Context: an optimization exercise on an open-source flow, tuned for small area, a short achievable clock period and few clock cycles per item. The choices shown serve that exercise and are no tape-out recipe. The RTL was checked by simulation tests, not by an equivalence proof against the original design.

**design/flow/flow/run.sh**
```bash
#!/bin/bash
# Own layout flow: the standard layout (standard.sh), with two changes.
# 1. Between the standard synthesis and the rest of the flow, flow/pushinv.py
#    takes out inverters around the adder cells of the synthesised netlist
#    (a full adder with complemented inputs gives complemented outputs), with
#    the registers and the logic function unchanged.
# 2. Every timing repair step (floorplan, placement, CTS, global route) is
#    asked to leave SETUP_SLACK_MARGIN ns of setup slack. The clock stays at
#    the design's period and the SDC is the standard flow's; the margin only makes the
#    repair shorten the paths that set the achieved period.
# Each tool's output goes to a log of its own here (flow_*.log); ORFS keeps
# each step's log under orfs/logs/.
set -euo pipefail
cd "$(dirname "$0")/.."
export SETUP_SLACK_MARGIN=34
R="$PWD/orfs/results/$FLOW_PLATFORM/zw96_blend/base"
bash standard.sh synth > flow_synth.log 2>&1
cp "$R/1_2_yosys.v" "$R/1_2_yosys_standard.v"
python3 flow/pushinv.py "$R/1_2_yosys_standard.v" "$R/1_2_yosys.v" > flow_pushinv.log 2>&1
rm -f "$R/1_synth.odb" "$R/1_synth.sdc"
bash standard.sh > flow_standard.log 2>&1
```
**design/flow/flow/pushinv.py**
```python
#!/usr/bin/env python3
"""Remove inverters around full adders in a flat Yosys netlist.

A full adder is self-dual: fa(~a, ~b, ~c) = (~cout, ~sum). Each fa cell may
therefore be "flipped": fed the complements of its inputs, it gives the
complements of its outputs. This script picks a flip for every fa cell that
lowers the number of inverters the netlist needs, then rewires it: every
inverter is taken out, and one inverter is put back for each net whose
complement some pin still needs. A half adder may be flipped too: it then
becomes xnor2 + or2, which give ~(a ^ b) and ~(a & b) from ~a and ~b. The
logic function and every register are unchanged.

usage: pushinv.py in.v out.v
"""
import re
import sys
from collections import defaultdict

INV_RE = re.compile(r"^sky130_fd_sc_hd__(inv|clkinv)_\d+$")
FA_RE = re.compile(r"^sky130_fd_sc_hd__fa_\d+$")
HA_RE = re.compile(r"^sky130_fd_sc_hd__ha_1$")
OUT_PINS = {"X", "Y", "Q", "Q_N", "SUM", "COUT", "HI", "LO", "GCLK"}

src = open(sys.argv[1]).read()
start = src.index(");", src.index("module ")) + 2
end = src.rindex("endmodule")
head, body, tail = src[:start], src[start:end], src[end:]

stmts = body.split(";")
cell_re = re.compile(r"^\s*(\S+)\s+(\S+)\s*\((.*)\)\s*$", re.S)
pin_re = re.compile(r"\.(\w+)\s*\(\s*(.*?)\s*\)\s*(?:,|$)", re.S)

decls = []   # non-cell statements, kept as they are
cells = []   # [type, name, [(pin, net)]]
for s in stmts:
    t = s.strip()
    if not t:
        continue
    if t.startswith(("wire", "input", "output", "inout", "reg")) or t.startswith("assign"):
        if t.startswith("assign"):
            raise SystemExit("assign statements are not handled")
        decls.append(t)
        continue
    m = cell_re.match(t)
    if not m:
        raise SystemExit("cannot parse: " + t[:200])
    pins = [(p, n.strip()) for p, n in pin_re.findall(m.group(3))]
    cells.append([m.group(1), m.group(2), pins])

# drivers
driver = {}
for i, (ty, nm, pins) in enumerate(cells):
    for p, n in pins:
        if p in OUT_PINS:
            driver[n] = (i, p)

def is_inv(i):
    return INV_RE.match(cells[i][0]) is not None

def is_fa(i):
    """a cell that may be flipped: a full adder, or a half adder (which then
    becomes xnor2 + or2: ~(a ^ b) and ~(~a & ~b) of the complemented inputs)"""
    return FA_RE.match(cells[i][0]) is not None or HA_RE.match(cells[i][0]) is not None

def is_ha(i):
    return HA_RE.match(cells[i][0]) is not None

def root(n):
    """(root net, parity): n = root ^ parity, following inverters back."""
    par = 0
    seen = 0
    while n in driver and is_inv(driver[n][0]) and seen < 100:
        i = driver[n][0]
        n = dict(cells[i][2])["A"]
        par ^= 1
        seen += 1
    return n, par

# consumers: (cell index, pin index, root, parity wanted of the original value)
cons = []
for i, (ty, nm, pins) in enumerate(cells):
    if is_inv(i):
        continue
    for k, (p, n) in enumerate(pins):
        if p in OUT_PINS or n.startswith(("1'", "0'")) or "'" in n:
            continue
        r, par = root(n)
        cons.append((i, k, r, par))

# nets read by the outside world (ports): an output port driven through an
# inverter needs that parity
port_outs = []
for d in decls:
    m = re.match(r"output\s+(\[(\d+):(\d+)\]\s+)?(\S+)", d)
    if m:
        nm = m.group(4)
        if m.group(1):
            hi, lo = int(m.group(2)), int(m.group(3))
            for b in range(min(hi, lo), max(hi, lo) + 1):
                port_outs.append(f"{nm}[{b}]")
        else:
            port_outs.append(nm)
fixed_port_need = {}
for n in port_outs:
    if n in driver and is_inv(driver[n][0]):
        raise SystemExit("output port driven by an inverter: " + n)

fa_idx = [i for i in range(len(cells)) if is_fa(i)]
flip = defaultdict(int)

def q_of(r):
    """flip of the driver of root net r (0 unless an fa drives it)."""
    if r in driver and is_fa(driver[r][0]):
        return flip[driver[r][0]]
    return 0

by_root = defaultdict(list)
fa_in_roots = defaultdict(set)
for c in cons:
    by_root[c[2]].append(c)
    if is_fa(c[0]):
        fa_in_roots[c[0]].add(c[2])

def need_inv(c):
    i, k, r, par = c
    want = par ^ (flip[i] if is_fa(i) else 0)
    return want ^ q_of(r)

def root_cost(r):
    return 3.75 if any(need_inv(c) for c in by_root[r]) else 0

def own_cost(i):
    return 2.51 if (flip[i] and is_ha(i)) else 0

def fa_roots(i):
    rs = set(fa_in_roots[i])
    for p, n in cells[i][2]:
        if p in ("SUM", "COUT"):
            rs.add(n)
    return rs

before = sum(root_cost(r) for r in by_root)
import random
rng = random.Random(1)
roots_of = {i: fa_roots(i) for i in fa_idx}
cur = before
best = cur
best_flip = dict(flip)
for rnd in range(60):
    order = fa_idx[:]
    rng.shuffle(order)
    for i in order:
        rs = roots_of[i]
        old = sum(root_cost(r) for r in rs) + own_cost(i)
        flip[i] ^= 1
        new = sum(root_cost(r) for r in rs) + own_cost(i)
        if new < old or (new == old and rng.random() < 0.5):
            cur += new - old
        else:
            flip[i] ^= 1
    if cur < best:
        best = cur
        best_flip = dict(flip)
flip.clear()
flip.update(best_flip)
after = sum(root_cost(r) for r in by_root) + sum(own_cost(i) for i in fa_idx)

# rebuild
inv_net = {}
new_cells = []
new_wires = []
for r in by_root:
    if root_cost(r):
        base = re.sub(r"[^A-Za-z0-9_]", "_", r.lstrip("\\"))
        nn = f"_pinv_{len(inv_net)}_"
        inv_net[r] = nn
        new_wires.append(nn)
        new_cells.append(["sky130_fd_sc_hd__inv_1", f"_pinv_cell_{len(inv_net)}_", [("A", r), ("Y", nn)]])
for c in cons:
    i, k, r, par = c
    p, _ = cells[i][2][k]
    cells[i][2][k] = (p, inv_net[r] if need_inv(c) else r)

nha = 0
deleted = set()
ninv = sum(1 for i in range(len(cells)) if is_inv(i))
for i in fa_idx:
    if is_ha(i) and flip[i]:
        pins = dict(cells[i][2])
        nm = cells[i][1]
        new_cells.append(["sky130_fd_sc_hd__xnor2_1", nm + "_x", [("A", pins["A"]), ("B", pins["B"]), ("Y", pins["SUM"])]])
        new_cells.append(["sky130_fd_sc_hd__or2_1", nm + "_o", [("A", pins["A"]), ("B", pins["B"]), ("X", pins["COUT"])]])
        deleted.add(i)
        nha += 1
out = [head]
for d in decls:
    out.append("  " + d + " ;\n")
for w in new_wires:
    out.append(f"  wire {w};\n")
for i, (ty, nm, pins) in enumerate(cells + new_cells):
    if i < len(cells) and (i in deleted or is_inv(i)):
        continue
    out.append(f"  {ty} {nm} (\n")
    out.append(",\n".join(f"    .{p}({n} )" if n.startswith("\\") else f"    .{p}({n})" for p, n in pins))
    out.append("\n  );\n")
out.append(tail)
open(sys.argv[2], "w").write("".join(out))
nflip = sum(flip[i] for i in fa_idx)
print(f"pushinv: {ninv} inverters before, {len(inv_net)} after; "
      f"cost {before:.0f} -> {after:.0f} um2; {nflip} of {len(fa_idx)} adder cells flipped, {nha} of them half adders")
```
**design/flow/standard.sh**
```bash
#!/bin/bash
# synth_recipe.tcl (not shown) runs the flow's synth.tcl, then flattens the netlist and writes it again
# the make line also repeats each setting of config.mk as NAME=value (left out here)
make -C /OpenROAD-flow-scripts/flow DESIGN_CONFIG=/design/flow/config.mk WORK_HOME=/design/flow/orfs CLKGATE_MAP_FILE= SYNTH_SCRIPT=/design/flow/synth_recipe.tcl "${@:-finish}"
```
**design/flow/config.mk**
```make
export PLATFORM = sky130hd
export DESIGN_NAME = zw96_blend
export DESIGN_NICKNAME = zw96_blend
export VERILOG_FILES = /design/flow/design.v
export SDC_FILE = /design/flow/constraint.sdc
export NUM_CORES = 4
export LEC_CHECK = 0
export CAP_MARGIN = 20
export CORE_MARGIN = 2
export CORE_UTILIZATION = 40
export PLACE_DENSITY = 0.6
export SLEW_MARGIN = 20
```
**design/flow/constraint.sdc**
```tcl
create_clock -name core_clock -period 45.0 [get_ports {clk}]
set_input_delay 9.0000 -clock core_clock [delete_from_list [all_inputs] [get_ports {clk}]]
set_output_delay 9.0000 -clock core_clock [all_outputs]
set_load 0.01 [all_outputs]
```
**design/flow/design.v**
```verilog
module zw96_blend (
    input  wire           clk,
    input  wire           rst,
    input  wire           in_valid,
    output wire           in_ready,
    input  wire [13:0]    bg_r,
    input  wire [13:0]    bg_g,
    input  wire [13:0]    bg_b,
    input  wire [7:0]     layer_en,      
    input  wire [8*14-1:0] a_pix,        
    input  wire [8*14-1:0] a_glob,       
    input  wire [8*14-1:0] c_r,
    input  wire [8*14-1:0] c_g,
    input  wire [8*14-1:0] c_b,
    output reg            out_valid,
    output wire [13:0]    out_r,
    output wire [13:0]    out_g,
    output wire [13:0]    out_b,
    output wire [8*14-1:0] out_w,        
    output wire [7:0]     out_contrib    
);
    localparam [13:0] FULL = 14'd16383;
    function [7:0] lowest;
        input [7:0] v;
        begin
            lowest = v & (~v + 8'd1);
        end
    endfunction
    function [7:0] highest;
        input [7:0] v;
        integer i;
        reg seen;
        begin
            seen = 1'b0;
            for (i = 7; i >= 0; i = i - 1) begin
                highest[i] = v[i] & ~seen;
                seen = seen | v[i];
            end
        end
    endfunction
    function atmost1;
        input [7:0] v;
        begin
            atmost1 = (v & (v - 8'd1)) == 8'd0;
        end
    endfunction
    reg  [7:0] i_agf, i_full, i_gen, i_prod, i_top, i_above;
    reg        seen;
    integer    k;
    always @* begin
        for (k = 0; k < 8; k = k + 1) begin
            i_agf[k]  = &a_glob[14*k +: 14];
            i_full[k] = layer_en[k] & (&a_pix[14*k +: 14]) & i_agf[k];
            i_gen[k]  = layer_en[k] & (|a_pix[14*k +: 14]) & (|a_glob[14*k +: 14]) & ~i_full[k];
            i_prod[k] = ~(&a_pix[14*k +: 14]) & ~i_agf[k];
        end
        seen = 1'b0;
        for (k = 7; k >= 0; k = k - 1) begin
            i_top[k]   = i_full[k] & ~seen;
            seen       = seen | i_full[k];
            i_above[k] = ~seen;
        end
    end
    wire [7:0] i_G   = i_gen & i_above;                  
    wire [7:0] i_P   = i_G & i_prod;                     
    wire       i_one = (i_P == 8'd0) && atmost1(i_G);    
    wire [7:0] i_cs  = lowest(i_G);
    wire [7:0] i_ws  = highest(i_G);
    wire [7:0] i_pf  = lowest(i_P);
    reg  [13:0]     bgr_q, bgg_q, bgb_q;
    reg  [8*14-1:0] ap_q, ag_q, cr_q, cg_q, cb_q;
    reg  [7:0]      sel_q;       
    reg  [7:0]      top_q;       
    reg             nof_q;       
    reg             busy, first, rdy_q, fix_q;
    reg  [7:0]      cs_q, ws_q, pf_q, rc_q, rw_q, p_q;
    reg  [13:0]     acc_r, acc_g, acc_b, tr;
    reg  [8*14-1:0] w_q;
    reg  [7:0]      ct_q;
    assign in_ready    = rdy_q;
    assign out_r       = acc_r;
    assign out_g       = acc_g;
    assign out_b       = acc_b;
    assign out_w       = w_q;
    assign out_contrib = ct_q;
    wire accept = in_valid & rdy_q;
    wire [7:0] rc1 = rc_q & ~cs_q;
    wire [7:0] rw1 = rw_q & ~ws_q;
    wire [7:0] p1  = p_q & ~pf_q;
    wire last   = rc1 == 8'd0;
    wire fin    = busy & ~fix_q & last;
    reg  [13:0] ac, cc_r, cc_g, cc_b, ir, ig, ib, m1, m2;
    always @* begin
        ac = 14'd0; cc_r = 14'd0; cc_g = 14'd0; cc_b = 14'd0;
        ir = 14'd0; ig = 14'd0; ib = 14'd0;
        m1 = 14'd0; m2 = fix_q ? 14'd0 : tr;
        for (k = 0; k < 8; k = k + 1) begin
            if (cs_q[k]) begin
                ac   = ac   | (sel_q[k] ? ap_q[14*k +: 14] : ag_q[14*k +: 14]);
                cc_r = cc_r | cr_q[14*k +: 14];
                cc_g = cc_g | cg_q[14*k +: 14];
                cc_b = cc_b | cb_q[14*k +: 14];
            end
            if (ws_q[k])
                m1 = m1 | (sel_q[k] ? ap_q[14*k +: 14] : ag_q[14*k +: 14]);
            if (pf_q[k]) begin
                m1 = m1 | ap_q[14*k +: 14];
                m2 = m2 | ag_q[14*k +: 14];
            end
            if (first & top_q[k]) begin
                ir = ir | cr_q[14*k +: 14];
                ig = ig | cg_q[14*k +: 14];
                ib = ib | cb_q[14*k +: 14];
            end
        end
        if (first & nof_q) begin
            ir = ir | bgr_q; ig = ig | bgg_q; ib = ib | bgb_q;
        end
        if (!first) begin
            ir = ir | acc_r; ig = ig | acc_g; ib = ib | acc_b;
        end
    end
    wire [13:0] r1a, r1b, r2a, r2b, g1a, g1b, g2a, g2b, b1a, b1b, b2a, b2b, wa, wb;
    wire        r1c, r2c, g1c, g2c, b1c, b2c, wc;
    zw_mulr u_r1 (.x(cc_r), .y(ac), .h1(r1a), .h2(r1b), .c(r1c));
    zw_mulr u_r2 (.x(ir),   .y(ac), .h1(r2a), .h2(r2b), .c(r2c));
    zw_mulr u_g1 (.x(cc_g), .y(ac), .h1(g1a), .h2(g1b), .c(g1c));
    zw_mulr u_g2 (.x(ig),   .y(ac), .h1(g2a), .h2(g2b), .c(g2c));
    zw_mulr u_b1 (.x(cc_b), .y(ac), .h1(b1a), .h2(b1b), .c(b1c));
    zw_mulr u_b2 (.x(ib),   .y(ac), .h1(b2a), .h2(b2b), .c(b2c));
    zw_mulr u_w  (.x(m1),   .y(m2), .h1(wa),  .h2(wb),  .c(wc));
    wire [13:0] nr = ir + r1a + r1b + {13'd0, r1c} + ~r2a + ~r2b + {13'd0, ~r2c} + 14'd1;
    wire [13:0] ng = ig + g1a + g1b + {13'd0, g1c} + ~g2a + ~g2b + {13'd0, ~g2c} + 14'd1;
    wire [13:0] nb = ib + b1a + b1b + {13'd0, b1c} + ~b2a + ~b2b + {13'd0, ~b2c} + 14'd1;
    wire [13:0] wn0 = wa + wb;
    wire [13:0] wn1 = wa + wb + 14'd1;
    wire [13:0] tn0 = tr + ~wa + ~wb + 14'd2;
    wire [13:0] tn1 = tr + ~wa + ~wb + 14'd1;
    wire [13:0] wn  = wc ? wn1 : wn0;
    wire [13:0] tn  = wc ? tn1 : tn0;
    wire        wge = wc ? |wn1[13:8] : |wn0[13:8];
    wire        tge = wc ? |tn1[13:8] : |tn0[13:8];
    always @(posedge clk) begin
        acc_r <= nr;
        acc_g <= ng;
        acc_b <= nb;
        tr    <= (rdy_q | fix_q) ? FULL : tn;
    end
    always @(posedge clk) begin
        if (rst) begin
            busy      <= 1'b0;
            rdy_q     <= 1'b1;
            out_valid <= 1'b0;
        end else begin
            out_valid <= fin;
            if (busy) begin
                if (fix_q) begin
                    pf_q  <= lowest(p1);
                    p_q   <= p1;
                    fix_q <= p1 != 8'd0;
                    if (p1 == 8'd0)
                        ws_q <= highest(rw_q);   
                    for (k = 0; k < 8; k = k + 1)
                        if (pf_q[k]) begin
                            ap_q[14*k +: 14] <= wn;
                            sel_q[k]         <= 1'b1;
                        end
                end else begin
                    first <= 1'b0;
                    cs_q  <= lowest(rc1);
                    rc_q  <= rc1;
                    ws_q  <= highest(rw1);
                    rw_q  <= rw1;
                    for (k = 0; k < 8; k = k + 1)
                        if (ws_q[k]) begin
                            w_q[14*k +: 14] <= wn;
                            ct_q[k]         <= wge;
                        end else if (last && top_q[k]) begin
                            w_q[14*k +: 14] <= tn;
                            ct_q[k]         <= tge;
                        end else if (first) begin
                            w_q[14*k +: 14] <= 14'd0;
                            ct_q[k]         <= 1'b0;
                        end
                    if (last)
                        busy <= 1'b0;
                end
            end
            if (rdy_q) begin
                bgr_q <= bg_r;
                bgg_q <= bg_g;
                bgb_q <= bg_b;
                ap_q  <= a_pix;
                ag_q  <= a_glob;
                cr_q  <= c_r;
                cg_q  <= c_g;
                cb_q  <= c_b;
                sel_q <= i_agf;
                top_q <= i_top;
                nof_q <= i_above[0];
                cs_q  <= i_cs;
                rc_q  <= i_G;
                ws_q  <= (i_P == 8'd0) ? i_ws : 8'd0;
                rw_q  <= i_G;
                pf_q  <= i_pf;
                p_q   <= i_P;
                fix_q <= i_P != 8'd0;
                first <= 1'b1;
            end
            if (accept)
                busy  <= 1'b1;
            if (accept)
                rdy_q <= i_one;
            else if (!busy || fin)
                rdy_q <= 1'b1;
            else if (fix_q)
                rdy_q <= (p1 == 8'd0) && last;
            else
                rdy_q <= atmost1(rc1);
        end
    end
endmodule
module zw_mulr (
    input  wire [13:0] x,
    input  wire [13:0] y,
    output wire [13:0] h1,
    output wire [13:0] h2,
    output wire        c
);
    wire [13:0] pp [0:13];
    genvar gi;
    generate for (gi = 0; gi < 14; gi = gi + 1) begin : g_pp
        assign pp[gi] = {14{x[gi]}} & y;
    end endgenerate
    wire s1 = pp[0][12] ^ pp[1][11];
    wire c2 = pp[0][12] & pp[1][11];
    wire s3 = pp[0][13] ^ pp[1][12] ^ pp[2][11];
    wire c4 = (pp[0][13] & pp[1][12]) | (pp[2][11] & (pp[0][13] ^ pp[1][12]));
    wire s5 = pp[1][13] ^ pp[2][12];
    wire c6 = pp[1][13] & pp[2][12];
    wire s7 = pp[0][8] ^ pp[1][7];
    wire c8 = pp[0][8] & pp[1][7];
    wire s9 = pp[0][9] ^ pp[1][8] ^ pp[2][7];
    wire c10 = (pp[0][9] & pp[1][8]) | (pp[2][7] & (pp[0][9] ^ pp[1][8]));
    wire s11 = pp[3][6] ^ pp[4][5];
    wire c12 = pp[3][6] & pp[4][5];
    wire s13 = pp[0][10] ^ pp[1][9] ^ pp[2][8];
    wire c14 = (pp[0][10] & pp[1][9]) | (pp[2][8] & (pp[0][10] ^ pp[1][9]));
    wire s15 = pp[3][7] ^ pp[4][6] ^ pp[5][5];
    wire c16 = (pp[3][7] & pp[4][6]) | (pp[5][5] & (pp[3][7] ^ pp[4][6]));
    wire s17 = pp[6][4] ^ pp[7][3];
    wire c18 = pp[6][4] & pp[7][3];
    wire s19 = pp[0][11] ^ pp[1][10] ^ pp[2][9];
    wire c20 = (pp[0][11] & pp[1][10]) | (pp[2][9] & (pp[0][11] ^ pp[1][10]));
    wire s21 = pp[3][8] ^ pp[4][7] ^ pp[5][6];
    wire c22 = (pp[3][8] & pp[4][7]) | (pp[5][6] & (pp[3][8] ^ pp[4][7]));
    wire s23 = pp[6][5] ^ pp[7][4] ^ pp[8][3];
    wire c24 = (pp[6][5] & pp[7][4]) | (pp[8][3] & (pp[6][5] ^ pp[7][4]));
    wire s25 = pp[9][2] ^ pp[10][1];
    wire c26 = pp[9][2] & pp[10][1];
    wire s27 = s1 ^ pp[2][10] ^ pp[3][9];
    wire c28 = (s1 & pp[2][10]) | (pp[3][9] & (s1 ^ pp[2][10]));
    wire s29 = pp[4][8] ^ pp[5][7] ^ pp[6][6];
    wire c30 = (pp[4][8] & pp[5][7]) | (pp[6][6] & (pp[4][8] ^ pp[5][7]));
    wire s31 = pp[7][5] ^ pp[8][4] ^ pp[9][3];
    wire c32 = (pp[7][5] & pp[8][4]) | (pp[9][3] & (pp[7][5] ^ pp[8][4]));
    wire s33 = pp[10][2] ^ pp[11][1] ^ pp[12][0];
    wire c34 = (pp[10][2] & pp[11][1]) | (pp[12][0] & (pp[10][2] ^ pp[11][1]));
    wire s35 = s3 ^ pp[3][10] ^ pp[4][9];
    wire c36 = (s3 & pp[3][10]) | (pp[4][9] & (s3 ^ pp[3][10]));
    wire s37 = pp[5][8] ^ pp[6][7] ^ pp[7][6];
    wire c38 = (pp[5][8] & pp[6][7]) | (pp[7][6] & (pp[5][8] ^ pp[6][7]));
    wire s39 = pp[8][5] ^ pp[9][4] ^ pp[10][3];
    wire c40 = (pp[8][5] & pp[9][4]) | (pp[10][3] & (pp[8][5] ^ pp[9][4]));
    wire s41 = pp[11][2] ^ pp[12][1] ^ pp[13][0];
    wire c42 = (pp[11][2] & pp[12][1]) | (pp[13][0] & (pp[11][2] ^ pp[12][1]));
    wire s43 = s5 ^ pp[3][11] ^ pp[4][10];
    wire c44 = (s5 & pp[3][11]) | (pp[4][10] & (s5 ^ pp[3][11]));
    wire s45 = pp[5][9] ^ pp[6][8] ^ pp[7][7];
    wire c46 = (pp[5][9] & pp[6][8]) | (pp[7][7] & (pp[5][9] ^ pp[6][8]));
    wire s47 = pp[8][6] ^ pp[9][5] ^ pp[10][4];
    wire c48 = (pp[8][6] & pp[9][5]) | (pp[10][4] & (pp[8][6] ^ pp[9][5]));
    wire s49 = pp[11][3] ^ pp[12][2] ^ pp[13][1];
    wire c50 = (pp[11][3] & pp[12][2]) | (pp[13][1] & (pp[11][3] ^ pp[12][2]));
    wire s51 = pp[2][13] ^ pp[3][12] ^ pp[4][11];
    wire c52 = (pp[2][13] & pp[3][12]) | (pp[4][11] & (pp[2][13] ^ pp[3][12]));
    wire s53 = pp[5][10] ^ pp[6][9] ^ pp[7][8];
    wire c54 = (pp[5][10] & pp[6][9]) | (pp[7][8] & (pp[5][10] ^ pp[6][9]));
    wire s55 = pp[8][7] ^ pp[9][6] ^ pp[10][5];
    wire c56 = (pp[8][7] & pp[9][6]) | (pp[10][5] & (pp[8][7] ^ pp[9][6]));
    wire s57 = pp[11][4] ^ pp[12][3] ^ pp[13][2];
    wire c58 = (pp[11][4] & pp[12][3]) | (pp[13][2] & (pp[11][4] ^ pp[12][3]));
    wire s59 = pp[3][13] ^ pp[4][12] ^ pp[5][11];
    wire c60 = (pp[3][13] & pp[4][12]) | (pp[5][11] & (pp[3][13] ^ pp[4][12]));
    wire s61 = pp[6][10] ^ pp[7][9] ^ pp[8][8];
    wire c62 = (pp[6][10] & pp[7][9]) | (pp[8][8] & (pp[6][10] ^ pp[7][9]));
    wire s63 = pp[9][7] ^ pp[10][6] ^ pp[11][5];
    wire c64 = (pp[9][7] & pp[10][6]) | (pp[11][5] & (pp[9][7] ^ pp[10][6]));
    wire s65 = pp[4][13] ^ pp[5][12] ^ pp[6][11];
    wire c66 = (pp[4][13] & pp[5][12]) | (pp[6][11] & (pp[4][13] ^ pp[5][12]));
    wire s67 = pp[7][10] ^ pp[8][9] ^ pp[9][8];
    wire c68 = (pp[7][10] & pp[8][9]) | (pp[9][8] & (pp[7][10] ^ pp[8][9]));
    wire s69 = pp[5][13] ^ pp[6][12] ^ pp[7][11];
    wire c70 = (pp[5][13] & pp[6][12]) | (pp[7][11] & (pp[5][13] ^ pp[6][12]));
    wire s71 = pp[0][5] ^ pp[1][4];
    wire c72 = pp[0][5] & pp[1][4];
    wire s73 = pp[0][6] ^ pp[1][5] ^ pp[2][4];
    wire c74 = (pp[0][6] & pp[1][5]) | (pp[2][4] & (pp[0][6] ^ pp[1][5]));
    wire s75 = pp[3][3] ^ pp[4][2];
    wire c76 = pp[3][3] & pp[4][2];
    wire s77 = pp[0][7] ^ pp[1][6] ^ pp[2][5];
    wire c78 = (pp[0][7] & pp[1][6]) | (pp[2][5] & (pp[0][7] ^ pp[1][6]));
    wire s79 = pp[3][4] ^ pp[4][3] ^ pp[5][2];
    wire c80 = (pp[3][4] & pp[4][3]) | (pp[5][2] & (pp[3][4] ^ pp[4][3]));
    wire s81 = pp[6][1] ^ pp[7][0];
    wire c82 = pp[6][1] & pp[7][0];
    wire s83 = s7 ^ pp[2][6] ^ pp[3][5];
    wire c84 = (s7 & pp[2][6]) | (pp[3][5] & (s7 ^ pp[2][6]));
    wire s85 = pp[4][4] ^ pp[5][3] ^ pp[6][2];
    wire c86 = (pp[4][4] & pp[5][3]) | (pp[6][2] & (pp[4][4] ^ pp[5][3]));
    wire s87 = pp[7][1] ^ pp[8][0] ^ 1'b1;
    wire c88 = (pp[7][1] & pp[8][0]) | (1'b1 & (pp[7][1] ^ pp[8][0]));
    wire s89 = s9 ^ s11 ^ pp[5][4];
    wire c90 = (s9 & s11) | (pp[5][4] & (s9 ^ s11));
    wire s91 = pp[6][3] ^ pp[7][2] ^ pp[8][1];
    wire c92 = (pp[6][3] & pp[7][2]) | (pp[8][1] & (pp[6][3] ^ pp[7][2]));
    wire s93 = pp[9][0] ^ 1'b1 ^ c8;
    wire c94 = (pp[9][0] & 1'b1) | (c8 & (pp[9][0] ^ 1'b1));
    wire s95 = s13 ^ s15 ^ s17;
    wire c96 = (s13 & s15) | (s17 & (s13 ^ s15));
    wire s97 = pp[8][2] ^ pp[9][1] ^ pp[10][0];
    wire c98 = (pp[8][2] & pp[9][1]) | (pp[10][0] & (pp[8][2] ^ pp[9][1]));
    wire s99 = 1'b1 ^ c10 ^ c12;
    wire c100 = (1'b1 & c10) | (c12 & (1'b1 ^ c10));
    wire s101 = s19 ^ s21 ^ s23;
    wire c102 = (s19 & s21) | (s23 & (s19 ^ s21));
    wire s103 = s25 ^ pp[11][0] ^ 1'b1;
    wire c104 = (s25 & pp[11][0]) | (1'b1 & (s25 ^ pp[11][0]));
    wire s105 = c14 ^ c16 ^ c18;
    wire c106 = (c14 & c16) | (c18 & (c14 ^ c16));
    wire s107 = s27 ^ s29 ^ s31;
    wire c108 = (s27 & s29) | (s31 & (s27 ^ s29));
    wire s109 = s33 ^ 1'b1 ^ c20;
    wire c110 = (s33 & 1'b1) | (c20 & (s33 ^ 1'b1));
    wire s111 = c22 ^ c24 ^ c26;
    wire c112 = (c22 & c24) | (c26 & (c22 ^ c24));
    wire s113 = s35 ^ s37 ^ s39;
    wire c114 = (s35 & s37) | (s39 & (s35 ^ s37));
    wire s115 = s41 ^ c2 ^ c28;
    wire c116 = (s41 & c2) | (c28 & (s41 ^ c2));
    wire s117 = c30 ^ c32 ^ c34;
    wire c118 = (c30 & c32) | (c34 & (c30 ^ c32));
    wire s119 = s43 ^ s45 ^ s47;
    wire c120 = (s43 & s45) | (s47 & (s43 ^ s45));
    wire s121 = s49 ^ c4 ^ c36;
    wire c122 = (s49 & c4) | (c36 & (s49 ^ c4));
    wire s123 = c38 ^ c40 ^ c42;
    wire c124 = (c38 & c40) | (c42 & (c38 ^ c40));
    wire s125 = s51 ^ s53 ^ s55;
    wire c126 = (s51 & s53) | (s55 & (s51 ^ s53));
    wire s127 = s57 ^ c6 ^ c44;
    wire c128 = (s57 & c6) | (c44 & (s57 ^ c6));
    wire s129 = c46 ^ c48 ^ c50;
    wire c130 = (c46 & c48) | (c50 & (c46 ^ c48));
    wire s131 = s59 ^ s61 ^ s63;
    wire c132 = (s59 & s61) | (s63 & (s59 ^ s61));
    wire s133 = pp[12][4] ^ pp[13][3] ^ c52;
    wire c134 = (pp[12][4] & pp[13][3]) | (c52 & (pp[12][4] ^ pp[13][3]));
    wire s135 = c54 ^ c56 ^ c58;
    wire c136 = (c54 & c56) | (c58 & (c54 ^ c56));
    wire s137 = s65 ^ s67 ^ pp[10][7];
    wire c138 = (s65 & s67) | (pp[10][7] & (s65 ^ s67));
    wire s139 = pp[11][6] ^ pp[12][5] ^ pp[13][4];
    wire c140 = (pp[11][6] & pp[12][5]) | (pp[13][4] & (pp[11][6] ^ pp[12][5]));
    wire s141 = c60 ^ c62 ^ c64;
    wire c142 = (c60 & c62) | (c64 & (c60 ^ c62));
    wire s143 = s69 ^ pp[8][10] ^ pp[9][9];
    wire c144 = (s69 & pp[8][10]) | (pp[9][9] & (s69 ^ pp[8][10]));
    wire s145 = pp[10][8] ^ pp[11][7] ^ pp[12][6];
    wire c146 = (pp[10][8] & pp[11][7]) | (pp[12][6] & (pp[10][8] ^ pp[11][7]));
    wire s147 = pp[13][5] ^ c66 ^ c68;
    wire c148 = (pp[13][5] & c66) | (c68 & (pp[13][5] ^ c66));
    wire s149 = pp[6][13] ^ pp[7][12] ^ pp[8][11];
    wire c150 = (pp[6][13] & pp[7][12]) | (pp[8][11] & (pp[6][13] ^ pp[7][12]));
    wire s151 = pp[9][10] ^ pp[10][9] ^ pp[11][8];
    wire c152 = (pp[9][10] & pp[10][9]) | (pp[11][8] & (pp[9][10] ^ pp[10][9]));
    wire s153 = pp[12][7] ^ pp[13][6] ^ c70;
    wire c154 = (pp[12][7] & pp[13][6]) | (c70 & (pp[12][7] ^ pp[13][6]));
    wire s155 = pp[7][13] ^ pp[8][12] ^ pp[9][11];
    wire c156 = (pp[7][13] & pp[8][12]) | (pp[9][11] & (pp[7][13] ^ pp[8][12]));
    wire s157 = pp[10][10] ^ pp[11][9] ^ pp[12][8];
    wire c158 = (pp[10][10] & pp[11][9]) | (pp[12][8] & (pp[10][10] ^ pp[11][9]));
    wire s159 = pp[8][13] ^ pp[9][12] ^ pp[10][11];
    wire c160 = (pp[8][13] & pp[9][12]) | (pp[10][11] & (pp[8][13] ^ pp[9][12]));
    wire s161 = pp[0][3] ^ pp[1][2];
    wire c162 = pp[0][3] & pp[1][2];
    wire s163 = pp[0][4] ^ pp[1][3] ^ pp[2][2];
    wire c164 = (pp[0][4] & pp[1][3]) | (pp[2][2] & (pp[0][4] ^ pp[1][3]));
    wire s165 = pp[3][1] ^ pp[4][0];
    wire c166 = pp[3][1] & pp[4][0];
    wire s167 = s71 ^ pp[2][3] ^ pp[3][2];
    wire c168 = (s71 & pp[2][3]) | (pp[3][2] & (s71 ^ pp[2][3]));
    wire s169 = pp[4][1] ^ pp[5][0] ^ 1'b1;
    wire c170 = (pp[4][1] & pp[5][0]) | (1'b1 & (pp[4][1] ^ pp[5][0]));
    wire s171 = s73 ^ s75 ^ pp[5][1];
    wire c172 = (s73 & s75) | (pp[5][1] & (s73 ^ s75));
    wire s173 = pp[6][0] ^ 1'b1 ^ c72;
    wire c174 = (pp[6][0] & 1'b1) | (c72 & (pp[6][0] ^ 1'b1));
    wire s175 = s77 ^ s79 ^ s81;
    wire c176 = (s77 & s79) | (s81 & (s77 ^ s79));
    wire s177 = 1'b1 ^ c74 ^ c76;
    wire c178 = (1'b1 & c74) | (c76 & (1'b1 ^ c74));
    wire s179 = s83 ^ s85 ^ s87;
    wire c180 = (s83 & s85) | (s87 & (s83 ^ s85));
    wire s181 = c78 ^ c80 ^ c82;
    wire c182 = (c78 & c80) | (c82 & (c78 ^ c80));
    wire s183 = s89 ^ s91 ^ s93;
    wire c184 = (s89 & s91) | (s93 & (s89 ^ s91));
    wire s185 = c84 ^ c86 ^ c88;
    wire c186 = (c84 & c86) | (c88 & (c84 ^ c86));
    wire s187 = s95 ^ s97 ^ s99;
    wire c188 = (s95 & s97) | (s99 & (s95 ^ s97));
    wire s189 = c90 ^ c92 ^ c94;
    wire c190 = (c90 & c92) | (c94 & (c90 ^ c92));
    wire s191 = s101 ^ s103 ^ s105;
    wire c192 = (s101 & s103) | (s105 & (s101 ^ s103));
    wire s193 = c96 ^ c98 ^ c100;
    wire c194 = (c96 & c98) | (c100 & (c96 ^ c98));
    wire s195 = s107 ^ s109 ^ s111;
    wire c196 = (s107 & s109) | (s111 & (s107 ^ s109));
    wire s197 = c102 ^ c104 ^ c106;
    wire c198 = (c102 & c104) | (c106 & (c102 ^ c104));
    wire s199 = s113 ^ s115 ^ s117;
    wire c200 = (s113 & s115) | (s117 & (s113 ^ s115));
    wire s201 = c108 ^ c110 ^ c112;
    wire c202 = (c108 & c110) | (c112 & (c108 ^ c110));
    wire s203 = s119 ^ s121 ^ s123;
    wire c204 = (s119 & s121) | (s123 & (s119 ^ s121));
    wire s205 = c114 ^ c116 ^ c118;
    wire c206 = (c114 & c116) | (c118 & (c114 ^ c116));
    wire s207 = s125 ^ s127 ^ s129;
    wire c208 = (s125 & s127) | (s129 & (s125 ^ s127));
    wire s209 = c120 ^ c122 ^ c124;
    wire c210 = (c120 & c122) | (c124 & (c120 ^ c122));
    wire s211 = s131 ^ s133 ^ s135;
    wire c212 = (s131 & s133) | (s135 & (s131 ^ s133));
    wire s213 = c126 ^ c128 ^ c130;
    wire c214 = (c126 & c128) | (c130 & (c126 ^ c128));
    wire s215 = s137 ^ s139 ^ s141;
    wire c216 = (s137 & s139) | (s141 & (s137 ^ s139));
    wire s217 = c132 ^ c134 ^ c136;
    wire c218 = (c132 & c134) | (c136 & (c132 ^ c134));
    wire s219 = s143 ^ s145 ^ s147;
    wire c220 = (s143 & s145) | (s147 & (s143 ^ s145));
    wire s221 = c138 ^ c140 ^ c142;
    wire c222 = (c138 & c140) | (c142 & (c138 ^ c140));
    wire s223 = s149 ^ s151 ^ s153;
    wire c224 = (s149 & s151) | (s153 & (s149 ^ s151));
    wire s225 = c144 ^ c146 ^ c148;
    wire c226 = (c144 & c146) | (c148 & (c144 ^ c146));
    wire s227 = s155 ^ s157 ^ pp[13][7];
    wire c228 = (s155 & s157) | (pp[13][7] & (s155 ^ s157));
    wire s229 = c150 ^ c152 ^ c154;
    wire c230 = (c150 & c152) | (c154 & (c150 ^ c152));
    wire s231 = s159 ^ pp[11][10] ^ pp[12][9];
    wire c232 = (s159 & pp[11][10]) | (pp[12][9] & (s159 ^ pp[11][10]));
    wire s233 = pp[13][8] ^ c156 ^ c158;
    wire c234 = (pp[13][8] & c156) | (c158 & (pp[13][8] ^ c156));
    wire s235 = pp[9][13] ^ pp[10][12] ^ pp[11][11];
    wire c236 = (pp[9][13] & pp[10][12]) | (pp[11][11] & (pp[9][13] ^ pp[10][12]));
    wire s237 = pp[12][10] ^ pp[13][9] ^ c160;
    wire c238 = (pp[12][10] & pp[13][9]) | (c160 & (pp[12][10] ^ pp[13][9]));
    wire s239 = pp[10][13] ^ pp[11][12] ^ pp[12][11];
    wire c240 = (pp[10][13] & pp[11][12]) | (pp[12][11] & (pp[10][13] ^ pp[11][12]));
    wire s241 = pp[0][2] ^ pp[1][1];
    wire c242 = pp[0][2] & pp[1][1];
    wire s243 = s161 ^ pp[2][1] ^ pp[3][0];
    wire c244 = (s161 & pp[2][1]) | (pp[3][0] & (s161 ^ pp[2][1]));
    wire s245 = s163 ^ s165 ^ 1'b1;
    wire c246 = (s163 & s165) | (1'b1 & (s163 ^ s165));
    wire s247 = s167 ^ s169 ^ c164;
    wire c248 = (s167 & s169) | (c164 & (s167 ^ s169));
    wire s249 = s171 ^ s173 ^ c168;
    wire c250 = (s171 & s173) | (c168 & (s171 ^ s173));
    wire s251 = s175 ^ s177 ^ c172;
    wire c252 = (s175 & s177) | (c172 & (s175 ^ s177));
    wire s253 = s179 ^ s181 ^ c176;
    wire c254 = (s179 & s181) | (c176 & (s179 ^ s181));
    wire s255 = s183 ^ s185 ^ c180;
    wire c256 = (s183 & s185) | (c180 & (s183 ^ s185));
    wire s257 = s187 ^ s189 ^ c184;
    wire c258 = (s187 & s189) | (c184 & (s187 ^ s189));
    wire s259 = s191 ^ s193 ^ c188;
    wire c260 = (s191 & s193) | (c188 & (s191 ^ s193));
    wire s261 = s195 ^ s197 ^ c192;
    wire c262 = (s195 & s197) | (c192 & (s195 ^ s197));
    wire s263 = s199 ^ s201 ^ c196;
    wire c264 = (s199 & s201) | (c196 & (s199 ^ s201));
    wire s265 = s203 ^ s205 ^ c200;
    wire c266 = (s203 & s205) | (c200 & (s203 ^ s205));
    wire s267 = s207 ^ s209 ^ c204;
    wire c268 = (s207 & s209) | (c204 & (s207 ^ s209));
    wire s269 = s211 ^ s213 ^ c208;
    wire c270 = (s211 & s213) | (c208 & (s211 ^ s213));
    wire s271 = s215 ^ s217 ^ c212;
    wire c272 = (s215 & s217) | (c212 & (s215 ^ s217));
    wire s273 = s219 ^ s221 ^ c216;
    wire c274 = (s219 & s221) | (c216 & (s219 ^ s221));
    wire s275 = s223 ^ s225 ^ c220;
    wire c276 = (s223 & s225) | (c220 & (s223 ^ s225));
    wire s277 = s227 ^ s229 ^ c224;
    wire c278 = (s227 & s229) | (c224 & (s227 ^ s229));
    wire s279 = s231 ^ s233 ^ c228;
    wire c280 = (s231 & s233) | (c228 & (s231 ^ s233));
    wire s281 = s235 ^ s237 ^ c232;
    wire c282 = (s235 & s237) | (c232 & (s235 ^ s237));
    wire s283 = s239 ^ pp[13][10] ^ c236;
    wire c284 = (s239 & pp[13][10]) | (c236 & (s239 ^ pp[13][10]));
    wire s285 = pp[11][13] ^ pp[12][12] ^ pp[13][11];
    wire c286 = (pp[11][13] & pp[12][12]) | (pp[13][11] & (pp[11][13] ^ pp[12][12]));
    wire s287 = pp[0][1] ^ pp[1][0];
    wire c288 = pp[0][1] & pp[1][0];
    wire s289 = s241 ^ pp[2][0] ^ 1'b1;
    wire c290 = (s241 & pp[2][0]) | (1'b1 & (s241 ^ pp[2][0]));
    wire s291 = s243 ^ 1'b1 ^ c242;
    wire c292 = (s243 & 1'b1) | (c242 & (s243 ^ 1'b1));
    wire s293 = s245 ^ c162 ^ c244;
    wire c294 = (s245 & c162) | (c244 & (s245 ^ c162));
    wire s295 = s247 ^ c166 ^ c246;
    wire c296 = (s247 & c166) | (c246 & (s247 ^ c166));
    wire s297 = s249 ^ c170 ^ c248;
    wire c298 = (s249 & c170) | (c248 & (s249 ^ c170));
    wire s299 = s251 ^ c174 ^ c250;
    wire c300 = (s251 & c174) | (c250 & (s251 ^ c174));
    wire s301 = s253 ^ c178 ^ c252;
    wire c302 = (s253 & c178) | (c252 & (s253 ^ c178));
    wire s303 = s255 ^ c182 ^ c254;
    wire c304 = (s255 & c182) | (c254 & (s255 ^ c182));
    wire s305 = s257 ^ c186 ^ c256;
    wire c306 = (s257 & c186) | (c256 & (s257 ^ c186));
    wire s307 = s259 ^ c190 ^ c258;
    wire c308 = (s259 & c190) | (c258 & (s259 ^ c190));
    wire s309 = s261 ^ c194 ^ c260;
    wire c310 = (s261 & c194) | (c260 & (s261 ^ c194));
    wire s311 = s263 ^ c198 ^ c262;
    wire c312 = (s263 & c198) | (c262 & (s263 ^ c198));
    wire s313 = s265 ^ c202 ^ c264;
    wire c314 = (s265 & c202) | (c264 & (s265 ^ c202));
    wire s315 = s267 ^ c206 ^ c266;
    wire c316 = (s267 & c206) | (c266 & (s267 ^ c206));
    wire s317 = s269 ^ c210 ^ c268;
    wire c318 = (s269 & c210) | (c268 & (s269 ^ c210));
    wire s319 = s271 ^ c214 ^ c270;
    wire c320 = (s271 & c214) | (c270 & (s271 ^ c214));
    wire s321 = s273 ^ c218 ^ c272;
    wire c322 = (s273 & c218) | (c272 & (s273 ^ c218));
    wire s323 = s275 ^ c222 ^ c274;
    wire c324 = (s275 & c222) | (c274 & (s275 ^ c222));
    wire s325 = s277 ^ c226 ^ c276;
    wire c326 = (s277 & c226) | (c276 & (s277 ^ c226));
    wire s327 = s279 ^ c230 ^ c278;
    wire c328 = (s279 & c230) | (c278 & (s279 ^ c230));
    wire s329 = s281 ^ c234 ^ c280;
    wire c330 = (s281 & c234) | (c280 & (s281 ^ c234));
    wire s331 = s283 ^ c238 ^ c282;
    wire c332 = (s283 & c238) | (c282 & (s283 ^ c238));
    wire s333 = s285 ^ c240 ^ c284;
    wire c334 = (s285 & c240) | (c284 & (s285 ^ c240));
    wire s335 = pp[12][13] ^ pp[13][12] ^ c286;
    wire c336 = (pp[12][13] & pp[13][12]) | (c286 & (pp[12][13] ^ pp[13][12]));
    wire s337 = pp[0][0] ^ 1'b1;
    wire c338 = pp[0][0] & 1'b1;
    wire s339 = s287 ^ 1'b1;
    wire c340 = s287 & 1'b1;
    wire s341 = s289 ^ c288;
    wire c342 = s289 & c288;
    wire s343 = s291 ^ c290;
    wire c344 = s291 & c290;
    wire s345 = s293 ^ c292;
    wire c346 = s293 & c292;
    wire s347 = s295 ^ c294;
    wire c348 = s295 & c294;
    wire s349 = s297 ^ c296;
    wire c350 = s297 & c296;
    wire s351 = s299 ^ c298;
    wire c352 = s299 & c298;
    wire s353 = s301 ^ c300;
    wire c354 = s301 & c300;
    wire s355 = s303 ^ c302;
    wire c356 = s303 & c302;
    wire s357 = s305 ^ c304;
    wire c358 = s305 & c304;
    wire s359 = s307 ^ c306;
    wire c360 = s307 & c306;
    wire s361 = s309 ^ c308;
    wire c362 = s309 & c308;
    wire s363 = s337 ^ s313;
    wire c364 = s337 & s313;
    wire s365 = s339 ^ s315 ^ c314;
    wire c366 = (s339 & s315) | (c314 & (s339 ^ s315));
    wire s367 = s341 ^ s317 ^ c316;
    wire c368 = (s341 & s317) | (c316 & (s341 ^ s317));
    wire s369 = s343 ^ s319 ^ c318;
    wire c370 = (s343 & s319) | (c318 & (s343 ^ s319));
    wire s371 = s345 ^ s321 ^ c320;
    wire c372 = (s345 & s321) | (c320 & (s345 ^ s321));
    wire s373 = s347 ^ s323 ^ c322;
    wire c374 = (s347 & s323) | (c322 & (s347 ^ s323));
    wire s375 = s349 ^ s325 ^ c324;
    wire c376 = (s349 & s325) | (c324 & (s349 ^ s325));
    wire s377 = s351 ^ s327 ^ c326;
    wire c378 = (s351 & s327) | (c326 & (s351 ^ s327));
    wire s379 = s353 ^ s329 ^ c328;
    wire c380 = (s353 & s329) | (c328 & (s353 ^ s329));
    wire s381 = s355 ^ s331 ^ c330;
    wire c382 = (s355 & s331) | (c330 & (s355 ^ s331));
    wire s383 = s357 ^ s333 ^ c332;
    wire c384 = (s357 & s333) | (c332 & (s357 ^ s333));
    wire s385 = s359 ^ s335 ^ c334;
    wire c386 = (s359 & s335) | (c334 & (s359 ^ s335));
    wire s387 = s361 ^ pp[13][13] ^ c336;
    wire c388 = (s361 & pp[13][13]) | (c336 & (s361 ^ pp[13][13]));
    wire s389 = s311 ^ c310;
    wire c390 = s311 & c310;
    wire s391 = s363 ^ c312;
    wire c392 = s363 & c312;
    wire s393 = s365 ^ c338 ^ c364;
    wire c394 = (s365 & c338) | (c364 & (s365 ^ c338));
    wire s395 = s367 ^ c340 ^ c366;
    wire c396 = (s367 & c340) | (c366 & (s367 ^ c340));
    wire s397 = s369 ^ c342 ^ c368;
    wire c398 = (s369 & c342) | (c368 & (s369 ^ c342));
    wire s399 = s371 ^ c344 ^ c370;
    wire c400 = (s371 & c344) | (c370 & (s371 ^ c344));
    wire s401 = s373 ^ c346 ^ c372;
    wire c402 = (s373 & c346) | (c372 & (s373 ^ c346));
    wire s403 = s375 ^ c348 ^ c374;
    wire c404 = (s375 & c348) | (c374 & (s375 ^ c348));
    wire s405 = s377 ^ c350 ^ c376;
    wire c406 = (s377 & c350) | (c376 & (s377 ^ c350));
    wire s407 = s379 ^ c352 ^ c378;
    wire c408 = (s379 & c352) | (c378 & (s379 ^ c352));
    wire s409 = s381 ^ c354 ^ c380;
    wire c410 = (s381 & c354) | (c380 & (s381 ^ c354));
    wire s411 = s383 ^ c356 ^ c382;
    wire c412 = (s383 & c356) | (c382 & (s383 ^ c356));
    wire s413 = s385 ^ c358 ^ c384;
    wire c414 = (s385 & c358) | (c384 & (s385 ^ c358));
    wire s415 = s387 ^ c360 ^ c386;
    wire c416 = (s387 & c360) | (c386 & (s387 ^ c360));
    wire s417 = s389 ^ c362 ^ c388;
    wire c418 = (s389 & c362) | (c388 & (s389 ^ c362));
    wire s419 = s313 ^ c312 ^ c390;
    wire c420 = (s313 & c312) | (c390 & (s313 ^ c312));
    wire s421 = s315 ^ c314;
    wire c422 = s315 & c314;
    wire s423 = s317 ^ c316;
    wire c424 = s317 & c316;
    wire s425 = s319 ^ c318;
    wire c426 = s319 & c318;
    wire s427 = s321 ^ c320;
    wire c428 = s321 & c320;
    wire s429 = s323 ^ c322;
    wire c430 = s323 & c322;
    wire s431 = s325 ^ c324;
    wire c432 = s325 & c324;
    wire s433 = s327 ^ c326;
    wire c434 = s327 & c326;
    wire s435 = s329 ^ c328;
    wire c436 = s329 & c328;
    wire s437 = s331 ^ c330;
    wire c438 = s331 & c330;
    wire s439 = s333 ^ c332;
    wire c440 = s333 & c332;
    wire s441 = s335 ^ c334;
    wire c442 = s335 & c334;
    wire s443 = pp[13][13] ^ c336;
    wire c444 = pp[13][13] & c336;
    wire [41:0] r1 = {c444, s443, s441, s439, s437, s435, s433, s431, s429, s427, s425, s423, s421, s419, s417, s415, s413, s411, s409, s407, s405, s403, s401, s399, s397, s395, s393, s391, s311, s309, s307, s305, s303, s301, s299, s297, s295, s293, s291, s289, s287, pp[0][0]};
    wire [41:0] r2 = {1'b0, c442, c440, c438, c436, c434, c432, c430, c428, c426, c424, c422, c420, c418, c416, c414, c412, c410, c408, c406, c404, c402, c400, c398, c396, c394, c392, 1'b1, c310, c308, c306, c304, c302, c300, c298, c296, c294, c292, c290, c288, 1'b1, 1'b1};
    wire [28:0] lo = {1'b0, r1[27:0]} + {1'b0, r2[27:0]};
    assign h1 = r1[41:28];
    assign h2 = r2[41:28];
    assign c  = lo[28];
endmodule
```
==> results.yml, run 1 <==
run_status:
  status: "complete, no violations"
grt:
  grt_overflow: 0
  antenna_found_initial: 52
  grt_use_total_pct: 37.4
  grt_max_degree: 154
  grt_pass1_wl_um: 567000
  grt_pass1_vias: 74404
placed_design:
  io_buffer_count: 776
  place_congestion: 1.07
  hpwl_um: 307000
detailed_routing:
  drc: 0
  drtIter0Drc: 9434
  routed_wl_um: 413000
  first_pass_iters: 6
  via_per_inst: 6.16
  via_count: 72244
  wl_per_cell_um: 35.2
  antenna_left: 0
clock_tree:
  clkTransAtPathRegs_ns: 0.07
  cts_buffers: 98
  clkLatencyLatePin_ns: 0.81
  cts_root_buffer: "clkbuf_16"
  clockBufferDepth: 3
  tritoncts: "built"
  hold_buffers: 0
  cts_htree_levels: 3
  cts_sinks: 846
die:
  die_h_um: 465
  core-area_um2: 212000
  fp.dieW_um: 465
  dieArea_um2: 216000
  num_rows: 169
  io_pins: 777
  start_util_pct: 40.1
timing:
  fin_crit_sh_pct: 24.5
  finalMaxSlewViolations: 0
  rsz0062_at_grt: "yes"
  min_period_ns: 11.04
  fmax_ghz: 0.0906
  fin_worst_skew_ns: 0.0496
  setup_viol_count_final: 0
  worst_slew_pin_slew_ns: 1.14
  relSlewSlack_pct: 23.5
  tns_ns: 0
  hold_violations: 0
logic_synthesis:
  avgSynthCellArea_um2: 10.7
  syn_nets: 10323
  synth_cells: 7948
  yosys_warnings: 2
  syn_area_um2: 84900
setup_path:
  cp-endpoint: "ws_q[0]"
  rr_worst_depth: 26
  cp-end-kind: "flop"
  setup.worst_path.start: "a_pix[84]"
  required_ns: 45.63
  arrival_ns: 11.67
  rrSetupSlack_ns: 34.12
  start_kind: "primary input"
  timing.rr.start: "ws_q[5]"
  r2r-end: "ap_q[53]"
  cp_max_fo: 3
  critical_path_class: "primary input to flop"
layout:
  n_fill_cell: 19081
  fin_nets: 11181
  syn_to_final_growth_pct: 22.6
  drive_above_1_share_pct: 11.3
  utilization_pct: 49.2
min_path:
  hold_class: "flop to flop"
job:
  max-cap-violations: 0
[worst max-delay path, cell delays in order]
cell           delay [ns]
dlygate4sd2_1        0.27
nor4_2               0.28
nand4_1              0.70
nand3_2              0.35
o22ai_4              0.12
or3_4                0.45
buf_12               0.14
nor2_4               0.09
nand2_2              0.08
o31ai_2              0.18
[registers in the layout, indices dropped and copies added (netlist names), 14 cells and up]
register  count
ag_q        112
ap_q        112
cb_q        112
cg_q        112
cr_q        112
w_q         112
acc_b        14
acc_g        14
acc_r        14
bgb_q        14
bgg_q        14
bgr_q        14
tr           14
[area by class of cell]
type / instances / area [um2] / share of cell area (%)
antenna: 23 / 57.6 / 0.0553
clock buffer: 116 / 2530 / 2.43
tap: 2821 / 3530 / 3.39
multi-input combinational: 5752 / 56600 / 54.3
timing repair buffer: 1165 / 12100 / 11.7
inverter: 943 / 3560 / 3.42
clock inverter: 69 / 882 / 0.847
sequential: 846 / 24800 / 23.9
[cells in the final DEF (no fill, tap or decap), types with 27 or more instances in the layout]
cell                n
xnor2_1           133
a21oi_1           189
or2_1              77
nor2_1            371
buf_12             49
nand2b_1           47
nor4_1             34
edfxtp_1          787
clkbuf_16         108
ha_1              431
a221oi_1           61
nor3_1             34
a22o_1             67
o21ai_1            32
buf_4             267
and2_1            131
a21o_1             29
dlymetal6s2s_1    128
o21ai_0           154
fa_1             1315
dfxtp_1            39
a31oi_1            75
a22oi_1           457
buf_6              39
mux2_2            108
a21oi_2            27
clkdlybuf4s50_1   598
nor2b_1            36
inv_1             934
nand3_1            62
nand2_1          1220
nand4_1           169
[repair_timing]
| action | in CTS | in global routing |
|---|---|---|
| endpoints found under the setup margin | 454 | 316 |
| pin swaps | 57 | 123 |
| resized for setup | 310 | 397 |
| hold endpoints to repair | 0 | 0 |
| setup buffers | 100 | 61 |
| cloned | 7 | 10 |
[layer usage]
metal  vias up  wire (um)  GRT usage (%)
met3      1220      52200           12.6
li1      28811          -              -
met1     37112     149000           46.9
met4        44      33800           24.3
met5         -        279              0
met2      5057     178000           55.3
[how the worst min path moves through the flow]
stage	from	end	slack (ns)	cells past startpoint
2_1_floorplan	rdy_q	first	0.50	0
3_3_place_gp	p_q[3]	p_q[3]	0.55	2
3_5_place_dp	rw_q[0]	ws_q[0]	0.56	2
4_1_cts	rw_q[0]	ws_q[0]	0.57	2
5_1_grt	p_q[5]	p_q[5]	0.62	2
6_report	p_q[2]	p_q[2]	0.58	2
[metrics by stage]
stage          worst slack [ns]  area [um2]  hold WS (ns)  cells
2_1_floorplan             28.03       85000         0.498   7948
3_3_place_gp              31.93       96500         0.549  11348
3_5_place_dp              32.09       96600         0.558  11349
4_1_cts                   33.94      102000         0.570  11641
5_1_grt                   33.87      104000         0.623  11718
6_report                  33.96      104000         0.585  11735
Testbench counts, summed over its fixed seeds: cycles 16,066, items 8,000.
==> run 2: changes to the inputs <==
--- a/design/flow/flow/run.sh
+++ b/design/flow/flow/run.sh
@@ -8,11 +8,14 @@
 #    asked to leave SETUP_SLACK_MARGIN ns of setup slack. The clock stays at
 #    the design's period and the SDC is the standard flow's; the margin only makes the
 #    repair shorten the paths that set the achieved period.
+# 3. Port buffers are buf_2 cells (buffer_ports -buffer_cell): every input
+#    and output port still gets its own buffer, as in the standard flow.
 # Each tool's output goes to a log of its own here (flow_*.log); ORFS keeps
 # each step's log under orfs/logs/.
 set -euo pipefail
 cd "$(dirname "$0")/.."
 export SETUP_SLACK_MARGIN=34
+export BUFFER_PORTS_ARGS="-buffer_cell sky130_fd_sc_hd__buf_2"
 R="$PWD/orfs/results/$FLOW_PLATFORM/zw96_blend/base"
 bash standard.sh synth > flow_synth.log 2>&1
 cp "$R/1_2_yosys.v" "$R/1_2_yosys_standard.v"
--- a/design/flow/config.mk
+++ b/design/flow/config.mk
@@ -8,5 +8,6 @@
 export CAP_MARGIN = 20
 export CORE_MARGIN = 2
 export CORE_UTILIZATION = 40
+export CTS_BUF_LIST = sky130_fd_sc_hd__clkbuf_4 sky130_fd_sc_hd__clkbuf_8
 export PLACE_DENSITY = 0.6
 export SLEW_MARGIN = 20
==> run 2 against run 1 <==
Net effect:
- still clean on timing, DRC and antenna
- cell count grew 0.95%
- area after synthesis did not move
- cell area down 4.3%
- via count grew 1.6%
- worst hold slack worse by 0.016 ns
- largest cell class unchanged
==> results.yml, run 2 <==
min_path:
  holdPathStages: 2
  hold_class: "flop to flop"
logic_synthesis:
  avgSynthCellArea_um2: 10.7
  yosys_warnings: 2
  synth_cells: 7948
  syn_nets: 10323
  syn_area_um2: 84900
setup_path:
  cpLargestDelayFamily: "flip-flops"
  path_buf_inv: 1
  cp_max_fo: 38
  path_cells: "buf_2"
  r2r-end: "ct_q[0]"
  timing.rr.start: "ws_q[6]"
  critical_path_class: "flop to output port"
  crit_cells: 1
  setup.worst_path.start: "rdy_q"
  arrival_ns: 1.97
  rr_worst_depth: 29
  cp-end-kind: "output port"
  required_ns: 36.00
  rrSetupSlack_ns: 34.22
  crit_slowest_cell: "dfxtp_4"
  slowest_delay_ns: 0.67
  cp-endpoint: "in_ready"
  start_kind: "flop"
die:
  io_pins: 777
  num_rows: 169
  die_h_um: 465
  dieArea_um2: 216000
  fp.dieW_um: 465
  core-area_um2: 212000
  start_util_pct: 40.1
clock_tree:
  hold_buffers: 0
  tritoncts: "built"
  clockBufferDepth: 3
  cts_root_buffer: "clkbuf_8"
  clkLatencyLatePin_ns: 0.98
  cts_buffers: 155
  cts_htree_levels: 4
  clkTransAtPathRegs_ns: 0.06
  cts_sinks: 846
detailed_routing:
  first_pass_iters: 8
  routed_wl_um: 412000
  wl_per_cell_um: 34.8
  via_per_inst: 6.19
  drc: 0
  via_count: 73378
  drtIter0Drc: 9646
  antenna_left: 0
layout:
  drive_above_1_share_pct: 20.2
  n_fill_cell: 19598
  fin_nets: 11240
  final_cell_mix: "fa_1, nand2_1, inv_1"
  multiInputGateArea_um2: 56200
  ff_latch_area_um2: 24800
  layout_commonest_cell: "fa_1"
  syn_to_final_growth_pct: 17.3
timing:
  hold_violations: 0
  fin_crit_sh_pct: 24.4
  tns_ns: 0
  finalMaxSlewViolations: 0
  setup_viol_count_final: 0
  relSlewSlack_pct: 16.3
  worst_slew_pin_slew_ns: 1.25
  min_period_ns: 10.97
  worst_hold_slack_ns: 0.569
  fmax_ghz: 0.0912
  fin_worst_skew_ns: 0.0868
  rsz0062_at_grt: "yes"
grt:
  busiest_layer: "met2"
  grt_overflow: 0
  use_met1_pct: 46.5
  grt_util_met3_pct: 13.2
  grtUsageMet2_pct: 53.9
  grt_max_degree: 162
  grt_pass1_vias: 74313
  grt_pass1_wl_um: 561000
  antenna_found_initial: 64
  grt_use_total_pct: 37.1
job:
  max-cap-violations: 0
placed_design:
  place_congestion: 1.04
  hpwl_um: 305000
  io_buffer_count: 776
run_status:
  status: "complete, no violations"
-- run 2: cell type report --
type                            count  share of cell area [%]
Antenna cell                       33                  0.0829
Clock buffer                      211                    2.63
Clock inverter                     73                   0.774
Inverter                          943                    3.59
Multi-Input combinational cell   5754                    56.4
Sequential cell                   846                    24.9
Tap cell                         2821                    3.54
Timing Repair Buffer             1165                    8.08
-- run 2: through the flow --
stage	cells	cell area (um2)	worst slack, ns	util, %
2_1_floorplan	7948	85000	28.03	-
3_3_place_gp	11346	92700	32.49	43.8
3_5_place_dp	11347	92700	32.33	43.8
4_1_cts	11730	97900	33.99	46.2
5_1_grt	11823	99600	33.94	47.0
6_report	11846	99600	34.03	47.1
-- run 2: routing by layer --
layer	wire, um	up-vias
met5	261	-
met4	34700	36
met1	148000	37229
met3	55100	1420
li1	-	28959
met2	174000	5734
-- run 2: how the worst min path moves through the flow --
| stage | start | endpoint | slack [ns] |
|---|---|---|---|
| after detailed placement | rw_q[0] | rw_q[0] | 0.55 |
| final | rw_q[0] | rw_q[0] | 0.57 |
| after floorplan | rdy_q | first | 0.50 |
| after CTS | rw_q[0] | rw_q[0] | 0.57 |
| after global routing | rw_q[0] | rw_q[0] | 0.59 |
| after global placement | p_q[2] | p_q[2] | 0.55 |
-- run 2: timing repair --
| action | CTS | global route |
|---|---|---|
| gates resized for setup | 162 | 202 |
| pin swaps | 23 | 61 |
| setup buffers | 86 | 72 |
| gates cloned | 13 | 11 |
| endpoints found under the setup margin | 184 | 166 |
==> run 3: changes to the inputs <==
--- a/design/flow/config.mk
+++ b/design/flow/config.mk
@@ -7,7 +7,7 @@
 export LEC_CHECK = 0
 export CAP_MARGIN = 20
 export CORE_MARGIN = 2
-export CORE_UTILIZATION = 40
+export CORE_UTILIZATION = 55
 export CTS_BUF_LIST = sky130_fd_sc_hd__clkbuf_4 sky130_fd_sc_hd__clkbuf_8
-export PLACE_DENSITY = 0.6
+export PLACE_DENSITY = 0.7
 export SLEW_MARGIN = 20
==> run 3 against run 2 <==
Net effect:
- highest routed layer unchanged
- non-clock buffer count rose by 13
- die area fell by 27%
- global-route usage rose by 10 points
- register-to-register slack got worse by 0.04 ns
- worst hold slack got worse by 0.017 ns
- wire length fell by 5.9%
- core utilization rose by 17 points
==> results.yml, run 3 <==
run_status:
  status: "complete, no violations"
timing:
  fmax_ghz: 0.0908
  setup_viol_count_final: 0
  finalMaxSlewViolations: 0
  tns_ns: 0
  rsz0062_at_grt: "yes"
  worst_slew_pin_slew_ns: 1.28
  fin_worst_skew_ns: 0.0615
  min_period_ns: 11.01
  relSlewSlack_pct: 14.5
  fin_crit_sh_pct: 24.5
  hold_violations: 0
clock_tree:
  tritoncts: "built"
  cts_sinks: 846
  cts_root_buffer: "clkbuf_8"
  cts_buffers: 150
  clkTransAtPathRegs_ns: 0.06
  cts_htree_levels: 4
  clkLatencyLatePin_ns: 0.96
  clockBufferDepth: 3
  hold_buffers: 0
layout:
  fin_nets: 11246
  n_fill_cell: 12245
  utilization_pct: 64.2
  final_cell_mix: "fa_1, nand2_1, inv_1"
  layout_commonest_cell: "fa_1"
  drive_above_1_share_pct: 20.3
  syn_to_final_growth_pct: 16.2
placed_design:
  hpwl_um: 289000
  place_congestion: 1.09
  io_buffer_count: 776
grt:
  grt_pass1_wl_um: 528000
  grt_use_total_pct: 47.6
  grt_pass1_vias: 74374
  grt_max_degree: 87
  antenna_found_initial: 68
  grt_overflow: 0
die:
  io_pins: 777
  dieArea_um2: 158000
  die_h_um: 397
  start_util_pct: 55.3
  num_rows: 144
  core-area_um2: 154000
  fp.dieW_um: 397
logic_synthesis:
  synth_cells: 7948
  syn_nets: 10323
  avgSynthCellArea_um2: 10.7
  syn_area_um2: 84900
  yosys_warnings: 2
detailed_routing:
  first_pass_iters: 8
  drc: 0
  via_per_inst: 6.70
  via_count: 74164
  wl_per_cell_um: 35.0
  drtIter0Drc: 11424
  routed_wl_um: 388000
  antenna_left: 0
setup_path:
  critical_path_class: "primary input to flop"
  cp-end-kind: "flop"
  cp_max_fo: 8
  start_kind: "primary input"
  required_ns: 45.77
  arrival_ns: 11.78
min_path:
  hold_class: "flop to flop"
job:
  max-cap-violations: 0
run 3: changes by cell type in the layout (fill, tap and decap cells not counted), sizes merged, moves of 4 or more:
cell | previous run | this run
clkinv | 48 | 52
inv | 940 | 952
buf | 1145 | 1152
clkinvlp | 14 | 7
bufinv | 14 | 9
bufbuf | 10 | 2
and2 | 146 | 142
run 3: repair_timing:
action / in CTS / in global routing
buffers inserted: 54 / 127
cloned: 2 / 26
resized for setup: 147 / 268
pin swaps: 14 / 83
setup endpoints to repair: 235 / 316
run 3: area by class of cell:
type	instances	area [um2]	share of cell area, %
Multi-Input combinational cell	5752	56200	56.9
Sequential cell	846	24800	25.1
Timing Repair Buffer	1178	8290	8.40
Inverter	943	3550	3.60
Tap cell	2044	2560	2.59
Clock buffer	195	2460	2.50
Clock inverter	77	751	0.760
Antenna cell	35	87.6	0.0887
run 3: path summary, 6_finish.rpt:
path / from / slack (ns) / endpoint / cells past startpoint
worst min-delay path: rw_q[0] / 0.55 / ws_q[0] / 2
worst max register to register: sel_q[7] / 34.18 / acc_g[10] / 43
worst max-delay path: a_glob[29] / 33.99 / ws_q[0] / 11
worst min register to register: rw_q[0] / 0.55 / ws_q[0] / 2
run 3: critical path, stage by stage:
cell and delay [ns]:
buf_2 0.12, nor4_2 0.33, nand4_1 0.63, and3_4 0.41, a2bb2oi_2 0.15, a211oi_2 0.13
o21bai_1 0.21, nand4bb_4 0.30, nor2_2 0.18, nand2_1 0.09, o31ai_1 0.20
run 3: through the flow:
| stage | instances | setup slack (ns) | instance area [um2] | hold slack, ns |
|---|---|---|---|---|
| global placement | 10552 | 32.40 | 91600 | 0.543 |
| global route | 11058 | 33.87 | 98700 | 0.588 |
| finish | 11070 | 33.99 | 98700 | 0.552 |
| detailed placement | 10553 | 32.20 | 91600 | 0.549 |
| floorplan | 7948 | 28.03 | 85000 | 0.498 |
| CTS | 10881 | 33.82 | 95900 | 0.557 |
run 3: routing by layer:
layer	part of all wire, %	vias up	routed length [um]	track usage [%]
li1	-	28945	-	-
met1	34	36667	133000	61.3
met2	40	6852	154000	64.7
met3	18	1648	69400	22.3
met4	7.9	52	30500	29.3
met5	0.20	-	782	2.12

-- port drivers added, routing unchanged --
No port has a modelled driver above. Below, the same layouts with a new extraction and two added sets of constraints.
Step 1 assumes that a clkbuf_16 drives the clock port and a buf_2 every other input.
Step 2 moves the port delays by t, midway between the first and last clock arrival at a register: inputs arrive t later, outputs are due t later. That takes back most of the time a late clock gives input paths.
Three values: ideal ports, drivers, drivers and shift; two values: the first two.
| run | t (ns) | setup slack, ns | slew at the worst register clock pin (ns) | worst data-port slew with drivers (ns) |
|---|---|---|---|---|
| run 1 | 0.883 | 33.960 / 33.931 / 33.129 | 0.08 / 0.08 | 0.31 |
| run 2 | 1.028 | 34.033 / 33.945 / 33.062 | 0.09 / 0.09 | 0.26 |
| run 3 | 1.010 | 33.986 / 33.925 / 32.969 | 0.07 / 0.07 | 0.23 |
After both steps setup and hold are still met in every run listed. For run 3, which loses most, drivers alone change the setup slack by -0.061 ns; drivers and shift together by -1.017 ns.
